Context: an optimization exercise on an open-source flow, tuned for small area, a short achievable clock period and few clock cycles per item. The choices shown serve that exercise and are no tape-out recipe. At most, simulation tests tie the RTL to the original design; equivalence was not proved. Power is estimated from default activity; no workload was simulated.

// img_sha256
module img_sha256 (
    input  wire         clk,
    input  wire         rst,         
    input  wire         in_valid,
    output wire         in_ready,
    input  wire [31:0]  in_data,
    input  wire         in_last,
    output reg          out_valid,
    output wire [255:0] out_digest
);
For scale: about 4500 cells after synthesis, ~1100 flip-flops, about 290 I/O pins, ~0.045 mm^2 of cells after synthesis.
Settings: LEC_CHECK=0, ABC_AREA=1, CAP_MARGIN=20, CORE_MARGIN=2, CORE_UTILIZATION=40, CTS_BUF_LIST=sky130_fd_sc_hd__clkbuf_16, CTS_CLUSTER_DIAMETER=70, CTS_CLUSTER_SIZE=20, PLACE_DENSITY=0.6, SETUP_SLACK_MARGIN=5, SLEW_MARGIN=20; clock period 10.0 ns.
standard.sh (not shown) runs the stock make flow with config.mk's settings and CLKGATE_MAP_FILE= SYNTH_SCRIPT=/design/flow/synth_recipe.tcl, a recipe that flattens the netlist after the stock synthesis.
==> flow/flow/run.sh <==
#!/bin/bash
# Standard layout, with the port buffers made from the smallest buffer.
set -euo pipefail
export BUFFER_PORTS_ARGS="-buffer_cell sky130_fd_sc_hd__buf_1"
bash standard.sh > standard_flow.log 2>&1
Testbench counts at the start, summed over its fixed seeds: cycles 64,020, words 14,230.
==> next run, changes <==
Settings changed: ABC_AREA 1 to default, CTS_BUF_LIST sky130_fd_sc_hd__clkbuf_16 to default, CTS_CLUSTER_DIAMETER 70 to default, CTS_CLUSTER_SIZE 20 to default.
Maximum frequency shrinks by a few percent. Clock power rose by a quarter to a third. Non-clock buffer count climbs by 50. Global-route usage grows by 0.38 points.


== P ==
img_sha256 again, from the RTL that the note above started with.
Settings: LEC_CHECK=0, CAP_MARGIN=20, CORE_MARGIN=2, CORE_UTILIZATION=40, CTS_BUF_LIST=sky130_fd_sc_hd__clkbuf_16, CTS_CLUSTER_DIAMETER=70, CTS_CLUSTER_SIZE=20, PLACE_DENSITY=0.6, SETUP_SLACK_MARGIN=5, SLEW_MARGIN=20; clock period 10.0 ns.
Scripts as last shown in full above: flow/flow/run.sh
Testbench counts of P, summed over its fixed seeds: cycles 64,020, words 14,230.
diff inputs: P => Q
Settings: TNS_END_PERCENT: unset -> 5; ABC_AREA: unset -> 1.
==> comparison <==
- From P to Q the numbers moved as follows: total sequential power increased 8.7%, fmax increased 0.00096 GHz, share of power burned in the clock network decreased 3.5 points, total global routing track utilization decreased 0.16 points, number of pins exceeding their max-slew limit in the final report essentially unchanged.
- On worst hold slack, P beats Q.
- The estimated power of Q ends up higher than the estimate for P.
- In the tables for P and Q, final critical-path required period reads lower with Q.
- Looking at synthesis-to-layout area growth across P and Q, the one that comes out higher is P.
- Worst setup slack (lower): P


run A:
Another version of the RTL of img_sha256 (not shown whole).
For scale: about 4400 cells after synthesis, ~290 I/O pins.
Settings: LEC_CHECK=0, ABC_AREA=1, CAP_MARGIN=20, CORE_MARGIN=2, CORE_UTILIZATION=65, CTS_BUF_LIST=sky130_fd_sc_hd__clkbuf_16, CTS_CLUSTER_DIAMETER=70, CTS_CLUSTER_SIZE=20, PLACE_DENSITY=0.8, SETUP_SLACK_MARGIN=5, SLEW_MARGIN=20; clock period 10.0 ns.
Scripts as last shown in full above: flow/flow/run.sh
Run A | stages: all done | timing, DRC, antenna: all pass
Testbench counts of run A, summed over its fixed seeds: cycles 64,020, words 14,230.
What run B does differently from run A at the input level:
- CTS_CLUSTER_SIZE now 28, was 20
- CTS_CLUSTER_DIAMETER now 90, was 70
- PLACE_DENSITY now 0.7, was 0.8
- CORE_UTILIZATION now 55, was 65
## What came out
The final layout from run B, which completed every stage, passed the timing, DRC and antenna checks at the end of the flow.
Final period demand of the worst path, run A and run B, lower one = run B.
Of run A and run B, the run reporting the lower fraction of the core area covered by cells at the end of the flow was run B.
For the worst setup slack after placement, run B came in 0.49 ns lower than run A did.
Run B vs. run A: final weighted congestion in routability-driven placement moved up, post-detailed-placement half-perimeter wirelength moved up, number of vias per cell moved down.
Run A → run B: total negative setup slack barely changed; final instance area dropped 0.73%.
## Diff of input files: run C against run B
- a change of CTS_CLUSTER_DIAMETER from 90 to 70
- a change of CTS_CLUSTER_SIZE from 28 to 20
- a change of PLACE_DENSITY from 0.7 to 0.6
- a change of CORE_UTILIZATION from 55 to 40
==> comparison <==
Run C against run B: synthesized cell count barely changed; standby leakage power climbed 3.6%; required time of the critical path climbed 0.05 ns. From run C to run B, number of ports placed on the die boundary did not move at all. Run C ends up with lower overall fraction of global-route tracks in use than run B does. Going from run B to run C, the routed wirelength normalized by instance count was found to have gone down by 4.5%. Going from run B to run C, the routed wire length was found to have gone up by about 4%.
Here is what was changed in the inputs of run D compared with run C.
- CORE_UTILIZATION: 40 -> 55
- GPL_TIMING_DRIVEN: unset -> 0
- PLACE_DENSITY: 0.6 -> 0.7
- Post-route clock period utilization (higher): run D
- Remaining max-slew budget at the tightest pin is higher on run C
- Summary of run D over run C: maximum clock frequency lower, number of I/O pins roughly the same, logic gate share of total power higher.
- Relative to run C, the share of cells above drive strength 1 of run D is lower by 0.29 points.
- Compared with run C, run D shows number of buffers other than clock buffers in the final layout that has gone up by more than a quarter.
- Compared with run C, in run D routed metal-1 wirelength decreased by 1.1% relative to the old numbers, leakage power figure decreased by about 0.5% relative to the old numbers, total global-route track usage increased by 12 points relative to the old numbers.
Here is what was changed in the inputs of run E compared with run D.
- GPL_TIMING_DRIVEN: 0 -> unset
==> summary.txt <==
Across run D and run E, none had a timing, DRC or antenna violation. Relative to run D, the post-route fraction of the period consumed by the critical path of run E is lower by 2.6 points. Run E ended with less signed area change from the synthesized netlist to the final layout than run D. Run E vs run D: area of all placed cells without fillers down. Compare run D and run E | minimum period implied by the final worst setup slack higher: run D. Reported for run D and run E, depth of the worst hold-timing path turned out identical to the last digit. Run E vs run D, number of cells on the critical path went up by 2. [run E] static leakage power fell about 1.4% relative to run D. Against run D, wire length of the first global-routing pass in run E fell by a little under 10%.


job 7828:
Another version of the RTL of img_sha256 (not shown whole).
Size: roughly 1100 flip-flops, about 290 I/O pins, ~45000 sq um of cells after synthesis.
==> flow/config.mk <==
export PLATFORM = sky130hd
export DESIGN_NAME = img_sha256
export DESIGN_NICKNAME = img_sha256
export VERILOG_FILES = /design/flow/design.v
export SDC_FILE = /design/flow/constraint.sdc
export NUM_CORES = 4
export LEC_CHECK = 0
export CAP_MARGIN = 20
export CORE_MARGIN = 2
export CORE_UTILIZATION = 40
export PLACE_DENSITY = 0.6
export SETUP_SLACK_MARGIN = 5
export SLEW_MARGIN = 20
==> flow/constraint.sdc <==
create_clock -name core_clock -period 10.0 [get_ports {clk}]
set_input_delay 2.0000 -clock core_clock [delete_from_list [all_inputs] [get_ports {clk}]]
set_output_delay 2.0000 -clock core_clock [all_outputs]
set_load 0.01 [all_outputs]
run.sh (not shown) runs the stock make flow with config.mk's settings and CLKGATE_MAP_FILE= SYNTH_SCRIPT=/design/flow/synth_recipe.tcl, a recipe that flattens the netlist after the stock synthesis.
Stock flow here: none of the scripts above is used.
Job 7828: done, clean on timing, DRC and antenna
Relative to job 7828, the following input files were edited for job 1932:
==> flow/flow/run.sh (new file) <==
#!/bin/bash
# Standard layout, with the port buffers made from the smallest buffer.
set -euo pipefail
export BUFFER_PORTS_ARGS="-buffer_cell sky130_fd_sc_hd__buf_1"
bash standard.sh > standard_flow.log 2>&1
==> flow/standard.sh (new file) <==
#!/bin/bash
# synth_recipe.tcl (not shown) runs the flow's synth.tcl, then flattens the netlist and writes it again
# the make line also repeats each setting of config.mk as NAME=value (left out here)
make -C /OpenROAD-flow-scripts/flow DESIGN_CONFIG=/design/flow/config.mk WORK_HOME=/design/flow/orfs CLKGATE_MAP_FILE= SYNTH_SCRIPT=/design/flow/synth_recipe.tcl "${@:-finish}"
removed: flow/run.sh
Compared with job 7828, job 1932 is more frugal on power.
Compared with job 7828, in job 1932 final standard cell utilization of the core fell by 1.7 points; synthesis-to-finish area growth fell by 4.2 points; period utilization fell by 1.0 points; time the final worst path needs with I/O delays and setup fell by 100 ps; number of placed instances with taps included stayed essentially flat.
Comparing job 7828 and job 1932, CTS buffer count is higher on job 7828.
Diff job 7828 -> job 1932: post-cts resize count up 2; worst-case clock skew now smaller; setup slack shows an increase of 100 ps.
No run of this note included a check of the RTL's function; only the layout flow was run.

## afterwards: timing with drivers on the ports
The results above use ideal ports. As a check the final layouts listed here were re-extracted and re-timed, cells and wires unchanged. Step 1, drivers: a clkbuf_16 drives clk and a buf_2 each remaining input, both assumed. Step 2 adds t to the input delays and takes it off the output delays; t is the mean of the earliest and latest rising clock arrival at the registers after step 1. Input paths then give back, and output paths get back, about the clock's delay inside the block. Three values: ideal, step 1, step 2; two values: the first two.
run | t, ns | setup WS [ns] | worst setup path at the end
the first run of note 1 | 0.743 | 5.229 / 5.229 / 4.617 | input to register
the second run of note 1 | 0.763 | 4.969 / 4.969 / 4.572 | input to register
P | 0.746 | 4.902 / 4.902 / 4.660 | input to register
Q | 0.745 | 4.927 / 4.927 / 4.640 | input to register
run A | 0.706 | 5.080 / 5.080 / 5.080 | register to register
run B | 0.710 | 5.143 / 5.143 / 5.143 | register to register
run C | 0.765 | 5.210 / 5.210 / 4.941 | input to register
run D | 0.708 | 4.962 / 4.962 / 4.753 | input to register
run E | 0.706 | 5.218 / 5.218 / 5.157 | input to register
job 7828 | 0.779 | 4.956 / 4.956 / 4.677 | input to register
job 1932 | 0.780 | 5.055 / 5.055 / 4.424 | input to register
After both steps setup and hold are still met in every run listed. The setup slack of job 1932, which loses most, moves by 0.000 ns with the drivers and by -0.631 ns with both steps.
